This design comes from an exercise in tuning for small area on the open sky130 flow, not from production work.
Where RTL was checked, it was by simulation tests only, not by an equivalence proof against the original.

==> inputs of job 9676 <==
==> flow/design.v <==
module ecc_dec (
    input  wire         clk,
    input  wire         rst,
    input  wire         in_valid,
    input  wire [639:0] line_in,
    input  wire [45:0]  addr,
    output reg          out_valid,
    output reg  [511:0] data_out,
    output reg          err,
    output reg  [2:0]   kind,
    output reg  [3:0]   device,
    output reg  [7:0]   syn0,
    output reg  [7:0]   syn1,
    output reg  [7:0]   swmask
);
    function [7:0] xtime;
        input [7:0] b;
        xtime = {b[6:0], 1'b0} ^ (b[7] ? 8'h1D : 8'h00);
    endfunction
    wire [63:0] ad = {18'd0, addr};
    reg [63:0]  s0, s1;
    reg [7:0]   acc, u;
    reg [79:0]  z;          
    reg [7:0]   clean;
    reg [9:0]   rest_name;  
    reg [9:0]   dc_c;
    reg         mark0, mk_c;
    reg [7:0]   syn1_c;
    reg         found;
    reg [511:0] data_c;
    integer j, k;
    always @(*) begin
        for (j = 0; j < 8; j = j + 1) begin
            s0[8*j +: 8] = ad[8*j +: 8];
            acc = 8'h00;
            for (k = 9; k >= 0; k = k - 1) begin
                s0[8*j +: 8] = s0[8*j +: 8] ^ line_in[8*(10*j+k) +: 8];
                acc = xtime(acc) ^ line_in[8*(10*j+k) +: 8];
            end
            s1[8*j +: 8] = acc;
            clean[j] = ~|{s0[8*j +: 8], s1[8*j +: 8]};
            u = s0[8*j +: 8];
            for (k = 0; k < 10; k = k + 1) begin
                z[10*j+k] = ~|(s1[8*j +: 8] ^ u);
                u = xtime(u);
            end
            for (k = 0; k < 8; k = k + 1)
                data_c[8*(8*j+k) +: 8] = line_in[8*(10*j+k) +: 8];
        end
        mark0 = (s0[7:0] == 8'h00) && (s1[7:0] >= 8'd1) && (s1[7:0] <= 8'd5);
        for (k = 0; k < 10; k = k + 1) begin
            rest_name[k] = 1'b1;
            for (j = 1; j < 8; j = j + 1)
                rest_name[k] = rest_name[k] & z[10*j+k];
            dc_c[k] = rest_name[k] & (z[k] | mark0);
        end
        mk_c = mark0 && (|rest_name);
        syn1_c = 8'h00;
        found  = 1'b0;
        for (j = 0; j < 8; j = j + 1) begin
            if (!found) syn1_c = s1[8*j +: 8];
            found = found | !clean[j];
        end
    end
    reg [511:0] data_r;
    reg [63:0]  s0_r;
    reg [9:0]   dc_r;
    reg         mk_r;
    reg [7:0]   swmask_r, syn1_r;
    always @(posedge clk) begin
        if (rst) out_valid <= 1'b0;
        else     out_valid <= in_valid;
        data_r   <= data_c;
        s0_r     <= s0;
        dc_r     <= dc_c;
        mk_r     <= mk_c;
        swmask_r <= ~clean;
        syn1_r   <= syn1_c;
    end
    reg       found_r;
    reg [3:0] dev_enc;
    always @(*) begin
        for (j = 0; j < 8; j = j + 1)
            for (k = 0; k < 8; k = k + 1)
                data_out[8*(8*j+k) +: 8] = data_r[8*(8*j+k) +: 8] ^ (dc_r[k] ? s0_r[8*j +: 8] : 8'h00);
        err = |swmask_r;
        dev_enc = 4'd0;
        for (k = 0; k < 10; k = k + 1)
            if (dc_r[k]) dev_enc = dev_enc | k[3:0];
        device = (err && !mk_r) ? dev_enc : 4'd0;
        if (mk_r)                    kind = syn1_r[2:0] + 3'd1;
        else if (err && ~|dc_r)      kind = 3'd1;
        else                         kind = 3'd0;
        syn0    = 8'h00;
        found_r = 1'b0;
        for (j = 0; j < 8; j = j + 1) begin
            if (!found_r) syn0 = s0_r[8*j +: 8];
            found_r = found_r | swmask_r[j];
        end
        syn1   = syn1_r;
        swmask = swmask_r;
    end
endmodule
==> flow/flow/run.sh <==
#!/bin/bash
# Standard layout with two changes: the port buffers are buf_1 cells (the
# resizer upsizes those on critical paths), and the 3-input xor/xnor cells
# are left out (two 2-input cells are smaller).
export BUFFER_PORTS_ARGS="-buffer_cell sky130_fd_sc_hd__buf_1"
export PLACE_PINS_ARGS="-min_distance 1 -min_distance_in_tracks"
bash standard.sh "DONT_USE_CELLS=sky130_fd_sc_hd__probe_p_8 sky130_fd_sc_hd__probec_p_8 sky130_fd_sc_hd__lpflow_bleeder_1 sky130_fd_sc_hd__lpflow_clkbufkapwr_1 sky130_fd_sc_hd__lpflow_clkbufkapwr_16 sky130_fd_sc_hd__lpflow_clkbufkapwr_2 sky130_fd_sc_hd__lpflow_clkbufkapwr_4 sky130_fd_sc_hd__lpflow_clkbufkapwr_8 sky130_fd_sc_hd__lpflow_clkinvkapwr_1 sky130_fd_sc_hd__lpflow_clkinvkapwr_16 sky130_fd_sc_hd__lpflow_clkinvkapwr_2 sky130_fd_sc_hd__lpflow_clkinvkapwr_4 sky130_fd_sc_hd__lpflow_clkinvkapwr_8 sky130_fd_sc_hd__lpflow_decapkapwr_12 sky130_fd_sc_hd__lpflow_decapkapwr_3 sky130_fd_sc_hd__lpflow_decapkapwr_4 sky130_fd_sc_hd__lpflow_decapkapwr_6 sky130_fd_sc_hd__lpflow_decapkapwr_8 sky130_fd_sc_hd__lpflow_inputiso0n_1 sky130_fd_sc_hd__lpflow_inputiso0p_1 sky130_fd_sc_hd__lpflow_inputiso1n_1 sky130_fd_sc_hd__lpflow_inputiso1p_1 sky130_fd_sc_hd__lpflow_inputisolatch_1 sky130_fd_sc_hd__lpflow_isobufsrc_1 sky130_fd_sc_hd__lpflow_isobufsrc_16 sky130_fd_sc_hd__lpflow_isobufsrc_2 sky130_fd_sc_hd__lpflow_isobufsrc_4 sky130_fd_sc_hd__lpflow_isobufsrc_8 sky130_fd_sc_hd__lpflow_isobufsrckapwr_16 sky130_fd_sc_hd__lpflow_lsbuf_lh_hl_isowell_tap_1 sky130_fd_sc_hd__lpflow_lsbuf_lh_hl_isowell_tap_2 sky130_fd_sc_hd__lpflow_lsbuf_lh_hl_isowell_tap_4 sky130_fd_sc_hd__lpflow_lsbuf_lh_isowell_4 sky130_fd_sc_hd__lpflow_lsbuf_lh_isowell_tap_1 sky130_fd_sc_hd__lpflow_lsbuf_lh_isowell_tap_2 sky130_fd_sc_hd__lpflow_lsbuf_lh_isowell_tap_4 sky130_fd_sc_hd__xor3_1 sky130_fd_sc_hd__xor3_2 sky130_fd_sc_hd__xor3_4 sky130_fd_sc_hd__xnor3_1 sky130_fd_sc_hd__xnor3_2 sky130_fd_sc_hd__xnor3_4" finish > standard.log 2>&1
==> flow/standard.sh <==
#!/bin/bash
# synth_recipe.tcl (not shown) runs the flow's synth.tcl, then flattens the netlist and writes it again
# the make line also repeats each setting of config.mk as NAME=value (left out here)
make -C /OpenROAD-flow-scripts/flow DESIGN_CONFIG=/design/flow/config.mk WORK_HOME=/design/flow/orfs CLKGATE_MAP_FILE= SYNTH_SCRIPT=/design/flow/synth_recipe.tcl "${@:-finish}"
==> flow/config.mk <==
export PLATFORM = sky130hd
export DESIGN_NAME = ecc_dec
export DESIGN_NICKNAME = ecc_dec
export VERILOG_FILES = /design/flow/design.v
export SDC_FILE = /design/flow/constraint.sdc
export NUM_CORES = 4
export LEC_CHECK = 0
export CAP_MARGIN = 20
export CORE_AREA = 2 2 258 258
export DIE_AREA = 0 0 260 260
export PLACE_DENSITY = 0.8
export SLEW_MARGIN = 20
==> flow/constraint.sdc <==
create_clock -name core_clock -period 6.0 [get_ports {clk}]
set_input_delay 1.2000 -clock core_clock [delete_from_list [all_inputs] [get_ports {clk}]]
set_output_delay 1.2000 -clock core_clock [all_outputs]
set_load 0.01 [all_outputs]
==> job 7271: changes against job 9676 <==
==> flow/design.v (replaced) <==
module ecc_dec (
    input  wire         clk,
    input  wire         rst,
    input  wire         in_valid,
    input  wire [639:0] line_in,
    input  wire [45:0]  addr,
    output reg          out_valid,
    output reg  [511:0] data_out,
    output reg          err,
    output reg  [2:0]   kind,
    output reg  [3:0]   device,
    output reg  [7:0]   syn0,
    output reg  [7:0]   syn1,
    output reg  [7:0]   swmask
);
    function [7:0] xtime;
        input [7:0] b;
        xtime = {b[6:0], 1'b0} ^ (b[7] ? 8'h1D : 8'h00);
    endfunction
    wire [63:0] ad = {18'd0, addr};
    reg [63:0]  s0, s1;
    reg [7:0]   acc, u;
    reg [79:0]  nz;         
    reg [7:0]   clean;
    reg [9:0]   rest_name;  
    reg [9:0]   all_name;   
    reg         all_clean, is_ce, mark0, is_mark;
    reg [3:0]   ce_dev, rest_dev, cdev_c;
    reg [2:0]   kind_c;
    reg [7:0]   syn0_c, syn1_c;
    reg         found;
    reg [511:0] data_c;
    integer j, k;
    always @(*) begin
        for (j = 0; j < 8; j = j + 1) begin
            s0[8*j +: 8] = ad[8*j +: 8];
            acc = 8'h00;
            for (k = 9; k >= 0; k = k - 1) begin
                s0[8*j +: 8] = s0[8*j +: 8] ^ line_in[8*(10*j+k) +: 8];
                acc = xtime(acc) ^ line_in[8*(10*j+k) +: 8];
            end
            s1[8*j +: 8] = acc;
            clean[j] = ~|{s0[8*j +: 8], s1[8*j +: 8]};
            u = s0[8*j +: 8];
            for (k = 0; k < 10; k = k + 1) begin
                nz[10*j+k] = |(s1[8*j +: 8] ^ u);
                u = xtime(u);
            end
            for (k = 0; k < 8; k = k + 1)
                data_c[8*(8*j+k) +: 8] = line_in[8*(10*j+k) +: 8];
        end
        for (k = 0; k < 10; k = k + 1) begin
            rest_name[k] = 1'b1;
            for (j = 1; j < 8; j = j + 1)
                rest_name[k] = rest_name[k] & ~nz[10*j+k];
            all_name[k] = rest_name[k] & ~nz[k];
        end
        all_clean = &clean;
        is_ce     = !all_clean && (|all_name);
        mark0     = (s0[7:0] == 8'h00) && (s1[7:0] >= 8'd1) && (s1[7:0] <= 8'd5);
        is_mark   = mark0 && (|rest_name);
        ce_dev   = 4'd0;
        rest_dev = 4'd0;
        for (k = 0; k < 10; k = k + 1) begin
            if (all_name[k])  ce_dev   = ce_dev   | k[3:0];
            if (rest_name[k]) rest_dev = rest_dev | k[3:0];
        end
        cdev_c = is_ce ? ce_dev : rest_dev;
        if (all_clean || is_ce) kind_c = 3'd0;
        else if (is_mark)       kind_c = s1[2:0] + 3'd1;
        else                    kind_c = 3'd1;
        syn0_c = 8'h00;
        syn1_c = 8'h00;
        found  = 1'b0;
        for (j = 0; j < 8; j = j + 1) begin
            if (!found) begin
                syn0_c = s0[8*j +: 8];
                syn1_c = s1[8*j +: 8];
            end
            found = found | !clean[j];
        end
    end
    reg [511:0] data_r;
    reg [63:0]  s0_r;
    reg [3:0]   cdev_r;    
    reg [2:0]   kind_r;
    reg [7:0]   swmask_r, syn0_r, syn1_r;
    always @(posedge clk) begin
        if (rst) out_valid <= 1'b0;
        else     out_valid <= in_valid;
        data_r   <= data_c;
        s0_r     <= s0;
        cdev_r   <= cdev_c;
        kind_r   <= kind_c;
        swmask_r <= ~clean;
        syn0_r   <= syn0_c;
        syn1_r   <= syn1_c;
    end
    reg       fix, ce_r;
    reg [7:0] en;
    always @(*) begin
        fix = (kind_r != 3'd1);                
        for (k = 0; k < 8; k = k + 1)
            en[k] = fix && (cdev_r == k);
        for (j = 0; j < 8; j = j + 1)
            for (k = 0; k < 8; k = k + 1)
                data_out[8*(8*j+k) +: 8] = data_r[8*(8*j+k) +: 8] ^ (en[k] ? s0_r[8*j +: 8] : 8'h00);
        err    = |swmask_r;
        ce_r   = err && (kind_r == 3'd0);
        device = ce_r ? cdev_r : 4'd0;
        kind   = kind_r;
        syn0   = syn0_r;
        syn1   = syn1_r;
        swmask = swmask_r;
    end
endmodule
--- a/flow/flow/run.sh
+++ b/flow/flow/run.sh
@@ -5,3 +5,2 @@
 export BUFFER_PORTS_ARGS="-buffer_cell sky130_fd_sc_hd__buf_1"
-export PLACE_PINS_ARGS="-min_distance 1 -min_distance_in_tracks"
 bash standard.sh "DONT_USE_CELLS=sky130_fd_sc_hd__probe_p_8 sky130_fd_sc_hd__probec_p_8 sky130_fd_sc_hd__lpflow_bleeder_1 sky130_fd_sc_hd__lpflow_clkbufkapwr_1 sky130_fd_sc_hd__lpflow_clkbufkapwr_16 sky130_fd_sc_hd__lpflow_clkbufkapwr_2 sky130_fd_sc_hd__lpflow_clkbufkapwr_4 sky130_fd_sc_hd__lpflow_clkbufkapwr_8 sky130_fd_sc_hd__lpflow_clkinvkapwr_1 sky130_fd_sc_hd__lpflow_clkinvkapwr_16 sky130_fd_sc_hd__lpflow_clkinvkapwr_2 sky130_fd_sc_hd__lpflow_clkinvkapwr_4 sky130_fd_sc_hd__lpflow_clkinvkapwr_8 sky130_fd_sc_hd__lpflow_decapkapwr_12 sky130_fd_sc_hd__lpflow_decapkapwr_3 sky130_fd_sc_hd__lpflow_decapkapwr_4 sky130_fd_sc_hd__lpflow_decapkapwr_6 sky130_fd_sc_hd__lpflow_decapkapwr_8 sky130_fd_sc_hd__lpflow_inputiso0n_1 sky130_fd_sc_hd__lpflow_inputiso0p_1 sky130_fd_sc_hd__lpflow_inputiso1n_1 sky130_fd_sc_hd__lpflow_inputiso1p_1 sky130_fd_sc_hd__lpflow_inputisolatch_1 sky130_fd_sc_hd__lpflow_isobufsrc_1 sky130_fd_sc_hd__lpflow_isobufsrc_16 sky130_fd_sc_hd__lpflow_isobufsrc_2 sky130_fd_sc_hd__lpflow_isobufsrc_4 sky130_fd_sc_hd__lpflow_isobufsrc_8 sky130_fd_sc_hd__lpflow_isobufsrckapwr_16 sky130_fd_sc_hd__lpflow_lsbuf_lh_hl_isowell_tap_1 sky130_fd_sc_hd__lpflow_lsbuf_lh_hl_isowell_tap_2 sky130_fd_sc_hd__lpflow_lsbuf_lh_hl_isowell_tap_4 sky130_fd_sc_hd__lpflow_lsbuf_lh_isowell_4 sky130_fd_sc_hd__lpflow_lsbuf_lh_isowell_tap_1 sky130_fd_sc_hd__lpflow_lsbuf_lh_isowell_tap_2 sky130_fd_sc_hd__lpflow_lsbuf_lh_isowell_tap_4 sky130_fd_sc_hd__xor3_1 sky130_fd_sc_hd__xor3_2 sky130_fd_sc_hd__xor3_4 sky130_fd_sc_hd__xnor3_1 sky130_fd_sc_hd__xnor3_2 sky130_fd_sc_hd__xnor3_4" finish > standard.log 2>&1
--- a/flow/config.mk
+++ b/flow/config.mk
@@ -8,5 +8,5 @@
 export CAP_MARGIN = 20
-export CORE_AREA = 2 2 258 258
-export DIE_AREA = 0 0 260 260
-export PLACE_DENSITY = 0.8
+export CORE_AREA = 2 2 348 348
+export DIE_AREA = 0 0 350 350
+export PLACE_DENSITY = 0.6
 export SLEW_MARGIN = 20
==> job 6622: changes against job 9676 <==
==> flow/design.v (replaced) <==
module ecc_dec (
    input  wire         clk,
    input  wire         rst,
    input  wire         in_valid,
    input  wire [639:0] line_in,
    input  wire [45:0]  addr,
    output reg          out_valid,
    output reg  [511:0] data_out,
    output reg          err,
    output reg  [2:0]   kind,
    output reg  [3:0]   device,
    output reg  [7:0]   syn0,
    output reg  [7:0]   syn1,
    output reg  [7:0]   swmask
);
    function [7:0] xtime;
        input [7:0] b;
        xtime = {b[6:0], 1'b0} ^ (b[7] ? 8'h1D : 8'h00);
    endfunction
    wire [63:0] ad = {18'd0, addr};
    reg [63:0]  s0, s1;
    reg [7:0]   acc, u;
    reg [79:0]  nz;         
    reg [7:0]   clean;
    reg [9:0]   rest_name;  
    reg [9:0]   all_name;   
    reg         all_clean, is_ce, mark0, is_mark;
    reg [3:0]   dev_c;
    reg [2:0]   kind_c;
    reg [7:0]   syn0_c, syn1_c;
    reg         found;
    reg         en;
    reg [511:0] data_c;
    integer j, k;
    always @(*) begin
        for (j = 0; j < 8; j = j + 1) begin
            s0[8*j +: 8] = ad[8*j +: 8];
            acc = 8'h00;
            for (k = 9; k >= 0; k = k - 1) begin
                s0[8*j +: 8] = s0[8*j +: 8] ^ line_in[8*(10*j+k) +: 8];
                acc = xtime(acc) ^ line_in[8*(10*j+k) +: 8];
            end
            s1[8*j +: 8] = acc;
            clean[j] = ~|{s0[8*j +: 8], s1[8*j +: 8]};
            u = s0[8*j +: 8];
            for (k = 0; k < 10; k = k + 1) begin
                nz[10*j+k] = |(s1[8*j +: 8] ^ u);
                u = xtime(u);
            end
        end
        for (k = 0; k < 10; k = k + 1) begin
            rest_name[k] = 1'b1;
            for (j = 1; j < 8; j = j + 1)
                rest_name[k] = rest_name[k] & ~nz[10*j+k];
            all_name[k] = rest_name[k] & ~nz[k];
        end
        all_clean = &clean;
        is_ce     = !all_clean && (|all_name);
        mark0     = (s0[7:0] == 8'h00) && (s1[7:0] >= 8'd1) && (s1[7:0] <= 8'd5);
        is_mark   = mark0 && (|rest_name);
        dev_c = 4'd0;
        if (!all_clean)
            for (k = 0; k < 10; k = k + 1)
                if (all_name[k]) dev_c = dev_c | k[3:0];
        if (all_clean || is_ce) kind_c = 3'd0;
        else if (is_mark)       kind_c = s1[2:0] + 3'd1;
        else                    kind_c = 3'd1;
        syn0_c = 8'h00;
        syn1_c = 8'h00;
        found  = 1'b0;
        for (j = 0; j < 8; j = j + 1) begin
            if (!found) begin
                syn0_c = s0[8*j +: 8];
                syn1_c = s1[8*j +: 8];
            end
            found = found | !clean[j];
        end
        for (j = 0; j < 8; j = j + 1)
            for (k = 0; k < 8; k = k + 1) begin
                if (j == 0) en = all_name[k];
                else        en = rest_name[k] & (~nz[k] | mark0);
                data_c[8*(8*j+k) +: 8] = line_in[8*(10*j+k) +: 8] ^ (en ? s0[8*j +: 8] : 8'h00);
            end
    end
    always @(posedge clk) begin
        if (rst) out_valid <= 1'b0;
        else     out_valid <= in_valid;
        data_out <= data_c;
        err      <= !all_clean;
        kind     <= kind_c;
        device   <= dev_c;
        syn0     <= syn0_c;
        syn1     <= syn1_c;
        swmask   <= ~clean;
    end
endmodule
==> flow/run.sh (new file) <==
#!/bin/bash
# synth_recipe.tcl (not shown) runs the flow's synth.tcl, then flattens the netlist and writes it again
# the make line also repeats each setting of config.mk as NAME=value (left out here)
make -C /OpenROAD-flow-scripts/flow DESIGN_CONFIG=/design/flow/config.mk WORK_HOME=/design/flow/orfs CLKGATE_MAP_FILE= SYNTH_SCRIPT=/design/flow/synth_recipe.tcl finish
--- a/flow/config.mk
+++ b/flow/config.mk
@@ -8,5 +8,6 @@
 export CAP_MARGIN = 20
-export CORE_AREA = 2 2 258 258
-export DIE_AREA = 0 0 260 260
-export PLACE_DENSITY = 0.8
+export CORE_MARGIN = 2
+export CORE_UTILIZATION = 65
+export GPL_TIMING_DRIVEN = 0
+export PLACE_DENSITY = 0.75
 export SLEW_MARGIN = 20
removed: flow/flow/run.sh
removed: flow/standard.sh
==> results.txt <==
item                                                                                             job 9676                           job 6622                    job 7271
Status                                                                                     did not finish                     did not finish  no timing/DRC/antenna violations
Stage where the flow stopped                                                     global routing (5_1_grt)  I/O pin placement (3_2_place_iop)                           -
# clock sinks                                                                                         604                                  -                         608
DP Worst Slack                                                                                -0.03197 ns                                  -                  -0.1606 ns
Count of distinct cell types in the synthesized netlist                                                68                                 82                          74
Multiplexer share of the synthesized area                                                         0.3110%                             1.707%                     0.4134%
Global placement routability congestion                                                             1.204                                  -                       1.095
Effective utilization at floorplan                                                                 66.67%                             65.80%                      37.07%
Netlist Area Pre-Place                                                                        0.04305 mm2                        0.04720 mm2                 0.04389 mm2
Clock root cell                                                                sky130_fd_sc_hd__clkbuf_16                                  -  sky130_fd_sc_hd__clkbuf_16
Post-cts gate resize count                                                                              0                                  -                           0
Die span in x                                                                                      260 um                           273.5 um                      350 um
Row count                                                                                              93                                 98                         126
Per-instance average area after synthesis                                                       9.227 um2                          10.52 um2                   9.166 um2
Number of post-CTS setup repair buffers                                                                 0                                  -                           0
Portion of the post-synthesis area used by sequential elements                                     28.08%                             23.12%                      27.73%
# H-tree levels                                                                                         3                                  -                           3
Synth Register Bits                                                                                   604                                545                         608
Gate count after technology mapping                                                                  4666                               4485                        4788
Top Ports                                                                                            1234                                  -                        1234
Basic-gate share of the synthesized area counting and, or, nand and nor cells                      10.17%                             9.919%                      10.33%
Die Span Y                                                                                         260 um                           273.5 um                      350 um
Number of hold buffers added after cts                                                                  0                                  -                           0
Share of the synthesized area in compound gates (AO/OA/AOI/OAI)                                    2.325%                             2.441%                      2.674%
DP HPWL                                                                                         148900 um                                  -                   187700 um
Synthesized-area fraction occupied by xor and xnor cells                                           57.00%                             60.67%                      56.45%
No functional check of the RTL was part of job 7271.

## re-timing with driven ports
In the flow no input, the clock included, has a driving cell. The finished layout below was timed again as built, in two steps. Step 1 (the two cells are an assumption about what drives the block):
set clk [get_ports {clk}]
set_driving_cell -lib_cell sky130_fd_sc_hd__clkbuf_16 $clk
set_driving_cell -lib_cell sky130_fd_sc_hd__buf_2 [delete_from_list [all_inputs] $clk]
Step 2 also shifts input and output timing later by t, the mid clock arrival at the registers, as if the neighbouring blocks saw the same clock. a / b / c = no drivers / after step 1 / after step 2; a / b = the first two.
run: job 7271
t (ns): 0.744
setup slack, ns: 0.457 / 0.505 / -0.238
hold WS [ns]: 0.680 / 0.623 / 1.367
With both steps, setup timing fails in job 7271, where it was met with ideal ports. The setup slack of job 7271 moves by +0.048 ns with the drivers and by -0.695 ns with both steps.
